This design comes from an exercise in tuning for small area, a short achievable clock period and few clock cycles per item on the open sky130 flow, not from production work. For this run, only the layout was checked, not whether the RTL still works. No activity file was given, so power comes from the tool's default toggle rates.

==> flow/run.sh <==
#!/bin/bash
# synth_recipe.tcl (not shown) runs the flow's synth.tcl, then flattens the netlist and writes it again
# the make line also repeats each setting of config.mk as NAME=value (left out here)
make -C /OpenROAD-flow-scripts/flow DESIGN_CONFIG=/design/flow/config.mk WORK_HOME=/design/flow/orfs CLKGATE_MAP_FILE= SYNTH_SCRIPT=/design/flow/synth_recipe.tcl finish
==> flow/config.mk <==
export PLATFORM = sky130hd
export DESIGN_NAME = par_engine
export DESIGN_NICKNAME = par_engine
export VERILOG_FILES = /design/flow/design.v
export SDC_FILE = /design/flow/constraint.sdc
export NUM_CORES = 4
export LEC_CHECK = 0
export CAP_MARGIN = 20
export CORE_MARGIN = 2
export CORE_UTILIZATION = 30
export SLEW_MARGIN = 20
==> flow/constraint.sdc <==
create_clock -name core_clock -period 22.0 [get_ports {clk}]
set_input_delay 4.4000 -clock core_clock [delete_from_list [all_inputs] [get_ports {clk}]]
set_output_delay 4.4000 -clock core_clock [all_outputs]
set_load 0.01 [all_outputs]
==> flow/design.v <==
module par_engine (
    input  wire         clk,
    input  wire         rst_n,
    input  wire         in_valid,
    output wire         in_ready,
    input  wire         in_first,
    input  wire         in_last,
    input  wire [1:0]   in_kind,      
    input  wire [3:0]   in_sheet,
    input  wire [127:0] in_data,
    input  wire [1:0]   cfg_nerase,
    input  wire [3:0]   cfg_sx,
    input  wire [3:0]   cfg_sy,
    output reg          out_valid,
    input  wire         out_ready,
    output reg  [127:0] out_a,
    output reg  [127:0] out_b,
    output reg          out_lost
);
    function [7:0] xtime;
        input [7:0] a;
        xtime = {a[6:0], 1'b0} ^ (a[7] ? 8'h1D : 8'h00);
    endfunction
    function [7:0] gf_mul;
        input [7:0] a;
        input [7:0] b;
        integer i;
        reg [7:0] p, aa;
        begin
            p  = 8'h00;
            aa = a;
            for (i = 0; i < 8; i = i + 1) begin
                if (b[i]) p = p ^ aa;
                aa = xtime(aa);
            end
            gf_mul = p;
        end
    endfunction
    function [7:0] gf_w;
        input [3:0] s;
        begin
            case (s)
                4'd0: gf_w = 8'h01;
                4'd1: gf_w = 8'h02;
                4'd2: gf_w = 8'h04;
                4'd3: gf_w = 8'h08;
                4'd4: gf_w = 8'h10;
                4'd5: gf_w = 8'h20;
                4'd6: gf_w = 8'h40;
                4'd7: gf_w = 8'h80;
                4'd8: gf_w = 8'h1D;
                4'd9: gf_w = 8'h3A;
                4'd10: gf_w = 8'h74;
                4'd11: gf_w = 8'hE8;
                4'd12: gf_w = 8'hCD;
                4'd13: gf_w = 8'h87;
                4'd14: gf_w = 8'h13;
                4'd15: gf_w = 8'h26;
            endcase
        end
    endfunction
    function [7:0] gf_k;
        input [1:0] n;
        input [3:0] sx;
        input [3:0] sy;
        begin
            if (n == 2'd0)
                gf_k = 8'h01;
            else if (n == 2'd1)
                case (sx)
                    4'd0: gf_k = 8'h01;
                    4'd1: gf_k = 8'h8E;
                    4'd2: gf_k = 8'h47;
                    4'd3: gf_k = 8'hAD;
                    4'd4: gf_k = 8'hD8;
                    4'd5: gf_k = 8'h6C;
                    4'd6: gf_k = 8'h36;
                    4'd7: gf_k = 8'h1B;
                    4'd8: gf_k = 8'h83;
                    4'd9: gf_k = 8'hCF;
                    4'd10: gf_k = 8'hE9;
                    4'd11: gf_k = 8'hFA;
                    4'd12: gf_k = 8'h7D;
                    4'd13: gf_k = 8'hB0;
                    4'd14: gf_k = 8'h58;
                    4'd15: gf_k = 8'h2C;
                endcase
            else
                case ({sx, sy})
                    8'h00: gf_k = 8'h00;
                    8'h01: gf_k = 8'hF4;
                    8'h02: gf_k = 8'hA7;
                    8'h03: gf_k = 8'h9D;
                    8'h04: gf_k = 8'h72;
                    8'h05: gf_k = 8'hED;
                    8'h06: gf_k = 8'h5F;
                    8'h07: gf_k = 8'h54;
                    8'h08: gf_k = 8'hA0;
                    8'h09: gf_k = 8'hA9;
                    8'h0A: gf_k = 8'hFB;
                    8'h0B: gf_k = 8'h74;
                    8'h0C: gf_k = 8'h85;
                    8'h0D: gf_k = 8'hE4;
                    8'h0E: gf_k = 8'hC0;
                    8'h0F: gf_k = 8'h8A;
                    8'h10: gf_k = 8'hF4;
                    8'h11: gf_k = 8'h00;
                    8'h12: gf_k = 8'h7A;
                    8'h13: gf_k = 8'hDD;
                    8'h14: gf_k = 8'hC0;
                    8'h15: gf_k = 8'h39;
                    8'h16: gf_k = 8'hF8;
                    8'h17: gf_k = 8'hA1;
                    8'h18: gf_k = 8'h2A;
                    8'h19: gf_k = 8'h50;
                    8'h1A: gf_k = 8'hDA;
                    8'h1B: gf_k = 8'hF3;
                    8'h1C: gf_k = 8'h3A;
                    8'h1D: gf_k = 8'hCC;
                    8'h1E: gf_k = 8'h72;
                    8'h1F: gf_k = 8'h60;
                    8'h20: gf_k = 8'hA7;
                    8'h21: gf_k = 8'h7A;
                    8'h22: gf_k = 8'h00;
                    8'h23: gf_k = 8'h3D;
                    8'h24: gf_k = 8'hE0;
                    8'h25: gf_k = 8'h60;
                    8'h26: gf_k = 8'h92;
                    8'h27: gf_k = 8'h7C;
                    8'h28: gf_k = 8'hDE;
                    8'h29: gf_k = 8'h15;
                    8'h2A: gf_k = 8'h28;
                    8'h2B: gf_k = 8'h6D;
                    8'h2C: gf_k = 8'hF7;
                    8'h2D: gf_k = 8'h1D;
                    8'h2E: gf_k = 8'h66;
                    8'h2F: gf_k = 8'h39;
                    8'h30: gf_k = 8'h9D;
                    8'h31: gf_k = 8'hDD;
                    8'h32: gf_k = 8'h3D;
                    8'h33: gf_k = 8'h00;
                    8'h34: gf_k = 8'h90;
                    8'h35: gf_k = 8'h70;
                    8'h36: gf_k = 8'h30;
                    8'h37: gf_k = 8'h49;
                    8'h38: gf_k = 8'h3E;
                    8'h39: gf_k = 8'h6F;
                    8'h3A: gf_k = 8'h84;
                    8'h3B: gf_k = 8'h14;
                    8'h3C: gf_k = 8'hB8;
                    8'h3D: gf_k = 8'hF5;
                    8'h3E: gf_k = 8'h80;
                    8'h3F: gf_k = 8'h33;
                    8'h40: gf_k = 8'h72;
                    8'h41: gf_k = 8'hC0;
                    8'h42: gf_k = 8'hE0;
                    8'h43: gf_k = 8'h90;
                    8'h44: gf_k = 8'h00;
                    8'h45: gf_k = 8'h48;
                    8'h46: gf_k = 8'h38;
                    8'h47: gf_k = 8'h18;
                    8'h48: gf_k = 8'hAA;
                    8'h49: gf_k = 8'h1F;
                    8'h4A: gf_k = 8'hB9;
                    8'h4B: gf_k = 8'h42;
                    8'h4C: gf_k = 8'h0A;
                    8'h4D: gf_k = 8'h5C;
                    8'h4E: gf_k = 8'hF4;
                    8'h4F: gf_k = 8'h40;
                    8'h50: gf_k = 8'hED;
                    8'h51: gf_k = 8'h39;
                    8'h52: gf_k = 8'h60;
                    8'h53: gf_k = 8'h70;
                    8'h54: gf_k = 8'h48;
                    8'h55: gf_k = 8'h00;
                    8'h56: gf_k = 8'h24;
                    8'h57: gf_k = 8'h1C;
                    8'h58: gf_k = 8'h0C;
                    8'h59: gf_k = 8'h55;
                    8'h5A: gf_k = 8'h81;
                    8'h5B: gf_k = 8'hD2;
                    8'h5C: gf_k = 8'h21;
                    8'h5D: gf_k = 8'h05;
                    8'h5E: gf_k = 8'h2E;
                    8'h5F: gf_k = 8'h7A;
                    8'h60: gf_k = 8'h5F;
                    8'h61: gf_k = 8'hF8;
                    8'h62: gf_k = 8'h92;
                    8'h63: gf_k = 8'h30;
                    8'h64: gf_k = 8'h38;
                    8'h65: gf_k = 8'h24;
                    8'h66: gf_k = 8'h00;
                    8'h67: gf_k = 8'h12;
                    8'h68: gf_k = 8'h0E;
                    8'h69: gf_k = 8'h06;
                    8'h6A: gf_k = 8'hA4;
                    8'h6B: gf_k = 8'hCE;
                    8'h6C: gf_k = 8'h69;
                    8'h6D: gf_k = 8'h9E;
                    8'h6E: gf_k = 8'h8C;
                    8'h6F: gf_k = 8'h17;
                    8'h70: gf_k = 8'h54;
                    8'h71: gf_k = 8'hA1;
                    8'h72: gf_k = 8'h7C;
                    8'h73: gf_k = 8'h49;
                    8'h74: gf_k = 8'h18;
                    8'h75: gf_k = 8'h1C;
                    8'h76: gf_k = 8'h12;
                    8'h77: gf_k = 8'h00;
                    8'h78: gf_k = 8'h09;
                    8'h79: gf_k = 8'h07;
                    8'h7A: gf_k = 8'h03;
                    8'h7B: gf_k = 8'h52;
                    8'h7C: gf_k = 8'h67;
                    8'h7D: gf_k = 8'hBA;
                    8'h7E: gf_k = 8'h4F;
                    8'h7F: gf_k = 8'h46;
                    8'h80: gf_k = 8'hA0;
                    8'h81: gf_k = 8'h2A;
                    8'h82: gf_k = 8'hDE;
                    8'h83: gf_k = 8'h3E;
                    8'h84: gf_k = 8'hAA;
                    8'h85: gf_k = 8'h0C;
                    8'h86: gf_k = 8'h0E;
                    8'h87: gf_k = 8'h09;
                    8'h88: gf_k = 8'h00;
                    8'h89: gf_k = 8'h8A;
                    8'h8A: gf_k = 8'h8D;
                    8'h8B: gf_k = 8'h8F;
                    8'h8C: gf_k = 8'h29;
                    8'h8D: gf_k = 8'hBD;
                    8'h8E: gf_k = 8'h5D;
                    8'h8F: gf_k = 8'hA9;
                    8'h90: gf_k = 8'hA9;
                    8'h91: gf_k = 8'h50;
                    8'h92: gf_k = 8'h15;
                    8'h93: gf_k = 8'h6F;
                    8'h94: gf_k = 8'h1F;
                    8'h95: gf_k = 8'h55;
                    8'h96: gf_k = 8'h06;
                    8'h97: gf_k = 8'h07;
                    8'h98: gf_k = 8'h8A;
                    8'h99: gf_k = 8'h00;
                    8'h9A: gf_k = 8'h45;
                    8'h9B: gf_k = 8'hC8;
                    8'h9C: gf_k = 8'hC9;
                    8'h9D: gf_k = 8'h9A;
                    8'h9E: gf_k = 8'hD0;
                    8'h9F: gf_k = 8'hA0;
                    8'hA0: gf_k = 8'hFB;
                    8'hA1: gf_k = 8'hDA;
                    8'hA2: gf_k = 8'h28;
                    8'hA3: gf_k = 8'h84;
                    8'hA4: gf_k = 8'hB9;
                    8'hA5: gf_k = 8'h81;
                    8'hA6: gf_k = 8'hA4;
                    8'hA7: gf_k = 8'h03;
                    8'hA8: gf_k = 8'h8D;
                    8'hA9: gf_k = 8'h45;
                    8'hAA: gf_k = 8'h00;
                    8'hAB: gf_k = 8'hAC;
                    8'hAC: gf_k = 8'h64;
                    8'hAD: gf_k = 8'hEA;
                    8'hAE: gf_k = 8'h4D;
                    8'hAF: gf_k = 8'h68;
                    8'hB0: gf_k = 8'h74;
                    8'hB1: gf_k = 8'hF3;
                    8'hB2: gf_k = 8'h6D;
                    8'hB3: gf_k = 8'h14;
                    8'hB4: gf_k = 8'h42;
                    8'hB5: gf_k = 8'hD2;
                    8'hB6: gf_k = 8'hCE;
                    8'hB7: gf_k = 8'h52;
                    8'hB8: gf_k = 8'h8F;
                    8'hB9: gf_k = 8'hC8;
                    8'hBA: gf_k = 8'hAC;
                    8'hBB: gf_k = 8'h00;
                    8'hBC: gf_k = 8'h56;
                    8'hBD: gf_k = 8'h32;
                    8'hBE: gf_k = 8'h75;
                    8'hBF: gf_k = 8'hA8;
                    8'hC0: gf_k = 8'h85;
                    8'hC1: gf_k = 8'h3A;
                    8'hC2: gf_k = 8'hF7;
                    8'hC3: gf_k = 8'hB8;
                    8'hC4: gf_k = 8'h0A;
                    8'hC5: gf_k = 8'h21;
                    8'hC6: gf_k = 8'h69;
                    8'hC7: gf_k = 8'h67;
                    8'hC8: gf_k = 8'h29;
                    8'hC9: gf_k = 8'hC9;
                    8'hCA: gf_k = 8'h64;
                    8'hCB: gf_k = 8'h56;
                    8'hCC: gf_k = 8'h00;
                    8'hCD: gf_k = 8'h2B;
                    8'hCE: gf_k = 8'h19;
                    8'hCF: gf_k = 8'hB4;
                    8'hD0: gf_k = 8'hE4;
                    8'hD1: gf_k = 8'hCC;
                    8'hD2: gf_k = 8'h1D;
                    8'hD3: gf_k = 8'hF5;
                    8'hD4: gf_k = 8'h5C;
                    8'hD5: gf_k = 8'h05;
                    8'hD6: gf_k = 8'h9E;
                    8'hD7: gf_k = 8'hBA;
                    8'hD8: gf_k = 8'hBD;
                    8'hD9: gf_k = 8'h9A;
                    8'hDA: gf_k = 8'hEA;
                    8'hDB: gf_k = 8'h32;
                    8'hDC: gf_k = 8'h2B;
                    8'hDD: gf_k = 8'h00;
                    8'hDE: gf_k = 8'h9B;
                    8'hDF: gf_k = 8'h82;
                    8'hE0: gf_k = 8'hC0;
                    8'hE1: gf_k = 8'h72;
                    8'hE2: gf_k = 8'h66;
                    8'hE3: gf_k = 8'h80;
                    8'hE4: gf_k = 8'hF4;
                    8'hE5: gf_k = 8'h2E;
                    8'hE6: gf_k = 8'h8C;
                    8'hE7: gf_k = 8'h4F;
                    8'hE8: gf_k = 8'h5D;
                    8'hE9: gf_k = 8'hD0;
                    8'hEA: gf_k = 8'h4D;
                    8'hEB: gf_k = 8'h75;
                    8'hEC: gf_k = 8'h19;
                    8'hED: gf_k = 8'h9B;
                    8'hEE: gf_k = 8'h00;
                    8'hEF: gf_k = 8'hC3;
                    8'hF0: gf_k = 8'h8A;
                    8'hF1: gf_k = 8'h60;
                    8'hF2: gf_k = 8'h39;
                    8'hF3: gf_k = 8'h33;
                    8'hF4: gf_k = 8'h40;
                    8'hF5: gf_k = 8'h7A;
                    8'hF6: gf_k = 8'h17;
                    8'hF7: gf_k = 8'h46;
                    8'hF8: gf_k = 8'hA9;
                    8'hF9: gf_k = 8'hA0;
                    8'hFA: gf_k = 8'h68;
                    8'hFB: gf_k = 8'hA8;
                    8'hFC: gf_k = 8'hB4;
                    8'hFD: gf_k = 8'h82;
                    8'hFE: gf_k = 8'hC3;
                    8'hFF: gf_k = 8'h00;
                endcase
        end
    endfunction
    reg          s1_v;
    reg          s1_first;
    reg          s1_last;
    reg  [1:0]   s1_kind;
    reg  [3:0]   s1_sheet;
    reg  [127:0] s1_d;
    reg  [1:0]   g_n;
    reg  [3:0]   g_sx;
    reg  [3:0]   g_sy;
    reg          ready_r;
    assign in_ready = ready_r;
    wire take = in_valid && ready_r;
    always @(posedge clk) begin
        s1_v     <= rst_n && take;
        s1_first <= in_first;
        s1_last  <= in_last;
        s1_kind  <= in_kind;
        s1_sheet <= in_sheet;
        s1_d     <= in_data;
        if (take && in_first) begin
            g_n  <= cfg_nerase;
            g_sx <= cfg_sx;
            g_sy <= cfg_sy;
        end
    end
    wire       n0 = (g_n == 2'd0);
    wire       n2 = g_n[1];
    wire [7:0] y  = n2 ? gf_w(g_sy) : 8'h00;
    reg [7:0] v;
    always @(*) begin
        case (s1_kind)
            2'd0:    v = gf_w(s1_sheet) ^ y;
            2'd1:    v = y;
            2'd2:    v = {7'd0, !n0};
            default: v = 8'h00;
        endcase
    end
    wire [7:0] coef = gf_mul(gf_k(g_n, g_sx, g_sy), v);
    reg [63:0] cols;
    integer j;
    always @(*) begin
        cols[7:0] = coef;
        for (j = 1; j < 8; j = j + 1)
            cols[8*j +: 8] = xtime(cols[8*(j-1) +: 8]);
    end
    reg          s2_v;
    reg          s2_last;
    reg          s2_clr;      
    reg          s2_binc;     
    reg          s2_p;
    reg          s2_q;
    reg  [1:0]   s2_n;
    reg  [63:0]  s2_cols;
    reg  [127:0] s2_d;
    always @(posedge clk) begin
        s2_v    <= rst_n && s1_v;
        s2_last <= s1_last;
        s2_clr  <= s1_v && s1_first;
        s2_binc <= s1_v && (s1_kind == 2'd0 || (s1_kind == 2'd1 && !n0));
        s2_p    <= s1_v && (s1_kind == 2'd1);
        s2_q    <= s1_v && (s1_kind == 2'd2);
        s2_n    <= g_n;
        s2_cols <= s1_v ? cols : 64'd0;
        s2_d    <= s1_d;
    end
    reg  [127:0] acc_a;
    reg  [127:0] acc_b;
    reg          g_sp;
    reg          g_sq;
    reg          a_done;      
    reg [127:0] nxt_a;
    reg [127:0] nxt_b;
    integer l, b;
    always @(*) begin
        for (l = 0; l < 16; l = l + 1) begin
            nxt_a[8*l +: 8] = s2_clr ? 8'h00 : acc_a[8*l +: 8];
            for (b = 0; b < 8; b = b + 1)
                if (s2_d[8*l + b]) nxt_a[8*l +: 8] = nxt_a[8*l +: 8] ^ s2_cols[8*b +: 8];
        end
        nxt_b = (s2_clr ? 128'd0 : acc_b) ^ (s2_binc ? s2_d : 128'd0);
    end
    wire nxt_sp = (!s2_clr && g_sp) || s2_p;
    wire nxt_sq = (!s2_clr && g_sq) || s2_q;
    wire r_n0 = (s2_n == 2'd0);
    wire r_n1 = (s2_n == 2'd1);
    wire r_n2 = s2_n[1];
    wire res_lost = r_n1 ? !(nxt_sp || nxt_sq) : r_n2 ? !(nxt_sp && nxt_sq) : 1'b0;
    wire a_from_b = r_n0 || (r_n1 && nxt_sp);
    wire [127:0] res_a = res_lost ? 128'd0 : (a_from_b ? nxt_b : nxt_a);
    wire [127:0] res_b = (res_lost || r_n1) ? 128'd0 : r_n0 ? nxt_a : (nxt_a ^ nxt_b);
    wire fin      = (s2_v && s2_last) || a_done;
    wire out_free = !out_valid || out_ready;
    wire out_load = fin && out_free;
    wire n_s1last = take && in_last;
    wire n_fin    = (s1_v && s1_last) || (fin && !out_free);
    wire n_ov     = out_load || (out_valid && !out_ready);
    wire n_ready  = !((n_s1last || (n_fin && n_ov)) && (n_fin || n_ov));
    always @(posedge clk) begin
        acc_a <= nxt_a;
        acc_b <= nxt_b;
        g_sp  <= nxt_sp;
        g_sq  <= nxt_sq;
        if (out_load) begin
            out_a    <= res_a;
            out_b    <= res_b;
            out_lost <= res_lost;
        end
        if (!rst_n) begin
            a_done    <= 1'b0;
            out_valid <= 1'b0;
            ready_r   <= 1'b1;
        end else begin
            a_done    <= fin && !out_free;
            out_valid <= n_ov;
            ready_r   <= n_ready;
        end
    end
endmodule
==> metrics.md <==
| Metric | Value |
|---|---|
| Largest family of logic cells by synthesized area | `XOR/XNOR gates` |
| Synth Warn # | `1` |
| N_diodes | `0` |
| Post-DP HPWL | `about 100000 um` |
| Multi-input combinational cell area | `~0.024 sq mm` |
| Synthesized area | `0.0469 sq mm` |
| Worst path arrival time | `8.91 ns` |
| Top FF cell, synth | `dfxtp_1` |
| Worst Path Required | `22.56 ns` |
| Reg-to-reg startpoint | `ready_r` |
| Final ANT Viol Nets | `0` |
| PnR Total Power | `7.06 mW` |
| Leak | `around 20 nW` |
| R2R setup slack | `approximately 17 ns` |
| Post-route DRC | `0` |
| Starting Density | `30.1%` |
| Initial antenna violation count | `1` |
| Worst Reg-to-Reg Cells | `14` |
| Post-Synth XOR/XNOR Area | `26.8%` |
| CTS Buf Count | `97` |
| Max VDD drop | `69.7 uV` |
| First-pass GRT wire length | `around 240000 um` |
| Die height | `400 um` |
| Layout net count | `5831` |
| Post-synthesis compound-gate area fraction | `6.64%` |
| Count leader, synth | `nand2_1` |
| Pin count of the biggest net entering global routing | `77` |
| Hold Path Cell Cnt | `0` |
| Crit-path max FO | `24` |
| RePlAce Congestion | `0.842` |
| Final Critical Period | `8.35 ns` |
| Pre-CTS WS | `approximately 13 ns` |
| 1st-iter DRT viols | `3103` |
| Synth top area share | `about 25%` |
| Distinct cells, synth | `75` |
| Tot GR Track Use | `around 20%` |
| Sequential area share after synthesis | `42.3%` |
| Mux share of post-synthesis cell area | `less than 1%` |
| Worst-margin pin slew | `1.13 ns` |
| Worst hold path type | `reg -> reg` |
| Kind of critical path | `in -> reg` |
| Design Area, Final | `0.0558 sq mm` |
| Sequential standard cell area | `0.0199 sq mm` |
| Clock-pin transition on the worst setup and hold timing paths | `0.06 ns` |
| RSZ-0062 raised after global routing | `no` |
| Die area | `0.160 sq mm` |
| Row Count | `roughly 150` |
| Pwr per Cell Area | `between 100 and 150 mW/mm^2` |
| Number of max-cap violations | `0` |
| Postcts setup bufs | `0` |
| Fmax achieved | `0.120 GHz` |
| First-pass detailed-route iteration total | `6` |
| Crit end category | `flip-flop` |
| Status | `finished clean` |
| Number of flops mapped to enable cells by yosys | `roughly 270` |
| Filler Cells Inserted | `15700` |
| Grt ovf | `0` |
| Fin. Hold Viols | `0` |
| Cell count after synthesis | `5535` |
| CTS max path bufs | `3` |
| CTS Hold Bufs | `0` |
| Async set-or-reset flop fraction in the synthesized netlist | `0%` |
| Count of final max-slew check failures | `0` |
| DIE WIDTH | `400 um` |
| Post-synthesis adder-cell area fraction | `0.586%` |
| Core Area | `around 0.16 sq mm` |
| Syn Nets | `5707` |
| Top cell type by total area after synthesis | `dfxtp_1` |
| Synth cell count leaders | `nand2_1 (1510), xnor2_1 (956), dfxtp_1 (591)` |
| Setup crit start kind | `input port` |
| H-tree Lvls | `3` |
| Fin crit share | `between 30% and 40%` |
| Clk root buf | `clkbuf_16` |
| Post-layout worst setup margin | `13.65 ns` |
| Routed len/inst | `roughly 21 um` |
| Synth Area per Inst | `between 8 and 9 sq um` |
| HP Start | `s1_d[120]` |
| Clock latency (worst-skew pair) | `~0.74 ns` |
| Syn-to-layout area delta | `18.9%` |
| Total Routed Length | `164000 um` |
| CTS tree | `done` |
| Slew HR | `between 20 and 25%` |
| Synthesized flop and latch total | `858` |
| I/O pin cnt | `between 400 and 500` |
| Synth Area in Simple Gates | `17.3%` |
| Vias in the first global route | `36600` |
| Placed Area | `approximately 0.052 sq mm` |
| Setup TNS | `0 ns` |
| # setup viols final | `0` |
| Synth area leaders | `dfxtp_1 (25%), xnor2_1 (18%), edfxtp_1 (17%), nand2_1 (12%), xor2_1 (7.3%)` |
| Hold Path Sink | `s2_d[120]` |
| CTS Sinks | `858` |
| Drt via density | `4.83` |
| Buffers on Ports | `408` |
| Layout cells sized above 1 | `approximately 5.2%` |
| Final clock skew | `0.0557 ns` |
| Vias | `between 30000 and 40000` |
| Cts repair resizes | `0` |
[area by class of cell]
class	instances	area share (%)
Multi-Input combinational cell	3961	43.7
Clock buffer	141	5.06
Tap cell	2058	4.61
Sequential cell	858	35.7
Clock inverter	43	0.941
Inverter	272	1.84
Timing Repair Buffer	469	8.14
[stage by stage]
step	hold slack, ns	util [%]	std cells
6_report	0.295	35.8	7802
3_3_place_gp	0.311	33.7	7618
3_5_place_dp	0.312	33.7	7618
5_1_grt	0.312	35.8	7802
2_1_floorplan	0.310	-	5535
4_1_cts	0.296	35.8	7802
[state kept, by name, indices dropped and copies added (netlist names), 2 cells and up, named ones only]
name	cells
g_sy	4
s1_d	128
out_a	128
acc_a	128
gf_w$func$/design/flow/design.v:376$5474.$result	8
g_n	2
g_sx	4
s2_cols	29
s1_kind	2
s2_d	128
s2_n	2
out_b	128
acc_b	128
[layout by cell type, fill, tap and decap left out, drive strengths merged, types with 23 or more instances in the layout]
cell	synthesis	routed
edfxtp	267	267
xnor2	965	965
a31oi	27	27
clkdlybuf4s50	0	408
nor2	365	365
nand2	1510	1510
inv	271	282
o21ai	78	78
dfxtp	591	591
o22ai	142	142
nor3	52	52
o211ai	23	23
nand3	24	24
nor2b	29	29
buf	102	61
clkinv	1	23
clkbuf	342	141
a21oi	83	83
xnor3	24	24
xor2	390	390
[critical path: stages]
cell             delay (ns)
clkdlybuf4s50_1        0.49
nand3_1                0.11
buf_4                  0.23
inv_1                  0.39
buf_4                  0.39
mux2_2                 0.51
ha_1                   0.49
buf_4                  0.30
nor2_1                 0.49
nor3b_1                0.09
o21ai_0                0.17
a21oi_1                0.08
o21a_1                 0.25
a2111oi_0              0.42
a31oi_1                0.07
[worst max-delay path by stage]
stage	cells past startpoint	slack, ns	endpoint	startpoint
floorplan	2	5.31	out_a[0]	out_ready
global placement	15	12.93	flip-flop	in_valid
detailed placement	15	12.95	flip-flop	in_valid
CTS	15	13.67	flip-flop	in_valid
global route	15	13.41	flip-flop	in_valid
finish	15	13.65	flip-flop	in_valid
[layer usage]
layer | GRT usage, % | share of wire (%) | vias to the layer above
met1 | 26.5 | 44 | 18300
met5 | 0 | 0 | -
li1 | - | - | 17700
met3 | 3.09 | 6.1 | 295
met4 | 7.95 | 3.9 | 0
met2 | 32.5 | 46 | 1395
[power breakdown]
part / internal (mW) / switching (mW)
registers: 1.98 / 0.325
logic: 1.34 / 1.72
clock network: 0.974 / 0.712
[cell families (layout without fill, tap and decap cells)]
logic type / Yosys count / in the layout
compound gates: 480 / 480
xor+xnor: 1382 / 1382
fa+ha+maj: 22 / 22
buf+inv: 716 / 925
flops: 858 / 858
mux: 21 / 21
simple gates: 2056 / 2056

==> static timing again, ports no longer ideal <==
How much do the figures lean on ideal ports? The routed layout below was timed once more, with nothing changed but the port constraints. Step 1: set_driving_cell puts a clkbuf_16 on clk and a buf_2 on each other input, an assumption about the parent block. Step 2 moves the port delays by t, midway between the first and last clock arrival at a register: inputs arrive t later, outputs are due t later. That takes back most of the time a late clock gives input paths. Three values: no drivers, after step 1, after step 2; two values: the first two.
shift t [ns]: 0.793
setup slack, ns: 13.645 / 13.688 / 12.894
latest minus earliest clock arrival (ns): 0.061 / 0.061
After both steps setup and hold are still met in this run. For this run, drivers alone change the setup slack by +0.043 ns; drivers and shift together by -0.751 ns.
